This is an optimization exercise on Yosys and OpenROAD, whose aim is small area, a short achievable clock period and few clock cycles per item, not a production implementation.
In this exercise RTL edits were held to simulation tests only and were not proved equivalent to the original.

==> flow/design.v (excerpt) <==
module dec_screen (
    input  wire        clk,
    input  wire        rst,           
    input  wire        cfg_mode3,     
    input  wire [15:0] cfg_vol1,
    input  wire [15:0] cfg_vol2,
    input  wire [15:0] cfg_vol3,
    input  wire [15:0] cfg_vol4,
    input  wire [15:0] cfg_vol5,
    input  wire [15:0] cfg_vol6,
    input  wire [7:0]  cfg_werr,      
    input  wire [7:0]  cfg_w1,        
    input  wire [7:0]  cfg_w2,        
    input  wire        in_valid,
    output wire        in_ready,
    input  wire [15:0] in_cv,         
    input  wire [7:0]  in_gain,       
    input  wire [15:0] in_thr,        
    input  wire [1:0]  in_st,         
    input  wire        in_cr,         
    input  wire        in_sol,        
    input  wire        in_eol,        
    output reg         out_valid,
    input  wire        out_ready,
    output reg  [2:0]  out_level
);
==> flow/config.mk <==
export PLATFORM = sky130hd
export DESIGN_NAME = dec_screen
export DESIGN_NICKNAME = dec_screen
export VERILOG_FILES = /design/flow/design.v
export SDC_FILE = /design/flow/constraint.sdc
export NUM_CORES = 4
export LEC_CHECK = 0
export ABC_AREA = 1
export CAP_MARGIN = 20
export CORE_MARGIN = 2
export CORE_UTILIZATION = 65
export CTS_CLUSTER_DIAMETER = 130
export CTS_CLUSTER_SIZE = 32
export PLACE_DENSITY = 0.75
export SETUP_SLACK_MARGIN = 2
export SLEW_MARGIN = 20
==> flow/constraint.sdc <==
create_clock -name core_clock -period 100.0 [get_ports {clk}]
set_input_delay 20.0000 -clock core_clock [delete_from_list [all_inputs] [get_ports {clk}]]
set_output_delay 20.0000 -clock core_clock [all_outputs]
set_load 0.01 [all_outputs]
standard.sh (not shown) runs the stock make flow with config.mk's settings and CLKGATE_MAP_FILE= SYNTH_SCRIPT=/design/flow/synth_recipe.tcl, a recipe that flattens the netlist after the stock synthesis.
==> flow/flow/run.sh <==
#!/bin/bash
# The standard layout, with two changes:
#  - plain buffers (not delay buffers) on the ports;
#  - after the standard synthesis, flow/polarity.py removes inverters around
#    full adders (a full adder with all inputs and outputs inverted is the
#    same cell); every register, port and other cell is kept as synthesised.
set -euo pipefail
knobs=(BUFFER_PORTS_ARGS="-buffer_cell sky130_fd_sc_hd__buf_2")
res=orfs/results/${FLOW_PLATFORM:-sky130hd}/dec_screen/base
bash standard.sh "${knobs[@]}" synth > synth_flow.log 2>&1
cp "$res/1_2_yosys.v" "$res/1_2_yosys_std.v"
python3 flow/polarity.py "$res/1_2_yosys_std.v" "$res/1_2_yosys.v" > polarity.log 2>&1
rm -f "$res/1_synth.odb" "$res/1_synth.sdc"
bash standard.sh "${knobs[@]}" finish > layout_flow.log 2>&1
Other scripts of this flow, unchanged in this note and not shown: flow/flow/polarity.py
The starting point went through all stages and came out clean.
Testbench counts at the start, summed over its fixed seeds: cycles 31,525, items 31,469.
Change:
Settings changed: CTS_CLUSTER_DIAMETER 130 to unset, CTS_CLUSTER_SIZE 32 to unset.
Setup slack improved by 0.0079 ns. Cell count went up by 0.73%. Global-route usage went up by 0.46 points.
Change:
Settings changed: CTS_CLUSTER_DIAMETER set to 120, CTS_CLUSTER_SIZE set to 24.
Effect: Utilization goes down by 0.86 points. Clock skew goes down by 0.024 ns. Synthesized cell count stays the same. Non-clock buffer count is unchanged.

---

== build 4 ==
Another version of the RTL of dec_screen (not shown whole).
==> flow/config.mk <==
export PLATFORM = sky130hd
export DESIGN_NAME = dec_screen
export DESIGN_NICKNAME = dec_screen
export VERILOG_FILES = /design/flow/design.v
export SDC_FILE = /design/flow/constraint.sdc
export NUM_CORES = 4
export LEC_CHECK = 0
export ABC_AREA = 1
export CAP_MARGIN = 20
export CORE_MARGIN = 2
export CORE_UTILIZATION = 65
export PLACE_DENSITY = 0.75
export SETUP_SLACK_MARGIN = 2
export SLEW_MARGIN = 20
==> flow/constraint.sdc <==
create_clock -name core_clock -period 100.0 [get_ports {clk}]
set_input_delay 20.0000 -clock core_clock [delete_from_list [all_inputs] [get_ports {clk}]]
set_output_delay 20.0000 -clock core_clock [all_outputs]
set_load 0.01 [all_outputs]
run.sh (not shown) runs the stock make flow with config.mk's settings and CLKGATE_MAP_FILE= SYNTH_SCRIPT=/design/flow/synth_recipe.tcl, a recipe that flattens the netlist after the stock synthesis.
Stock flow here: none of the scripts above is used.
Build 4 completed end to end with timing, DRC and antenna clean.
Testbench counts of build 4, summed over its fixed seeds: cycles 31,525, items 31,469.
### build 4 -> trial 93
- CORE_UTILIZATION: 65 -> 40
- PLACE_DENSITY: 0.75 -> unset
### Flow results
Against build 4, wire length on met1 in trial 93 rose by more than 10%.
Re hold path depth: no difference whatsoever between build 4 and trial 93.
Build 4 | stages: all done | timing, DRC, antenna: all pass
Per the final summary, trial 93 finished and its layout is clean on timing, DRC and antenna.
Synthesized area came out exactly the same in trial 93 and build 4.
Compared with build 4, trial 93 ends up with a larger final cell area.

[static timing again, ports no longer ideal]
In the flow no input, the clock included, has a driving cell. The finished layouts below were timed again as built, in two steps. Step 1: set_driving_cell puts a clkbuf_16 on clk and a buf_2 on each other input, an assumption about the parent block. Step 2 also shifts input and output timing later by t, the mid clock arrival at the registers, as if the neighbouring blocks saw the same clock. a / b / c = no drivers / after step 1 / after step 2; a / b = the first two.
run	shift t [ns]	setup slack, ns	latest minus earliest clock arrival (ns)	slew at the worst register clock pin (ns)	worst slew at a driven data input, ns
the first run of note 1	0.707	78.841 / 78.770 / 78.773	0.036 / 0.036	0.12 / 0.12	0.04
the second run of note 1	0.723	78.849 / 78.777 / 78.728	0.074 / 0.074	0.07 / 0.07	0.04
the third run of note 1	0.732	78.815 / 78.745 / 78.790	0.050 / 0.050	0.11 / 0.11	0.04
build 4	0.714	78.442 / 78.365 / 78.340	0.048 / 0.048	0.07 / 0.07	0.05
trial 93	0.751	78.461 / 78.379 / 78.384	0.042 / 0.042	0.08 / 0.08	0.05
After both steps setup and hold are still met in every run listed. The setup slack of the second run of note 1, which loses most, moves by -0.072 ns with the drivers and by -0.121 ns with both steps.
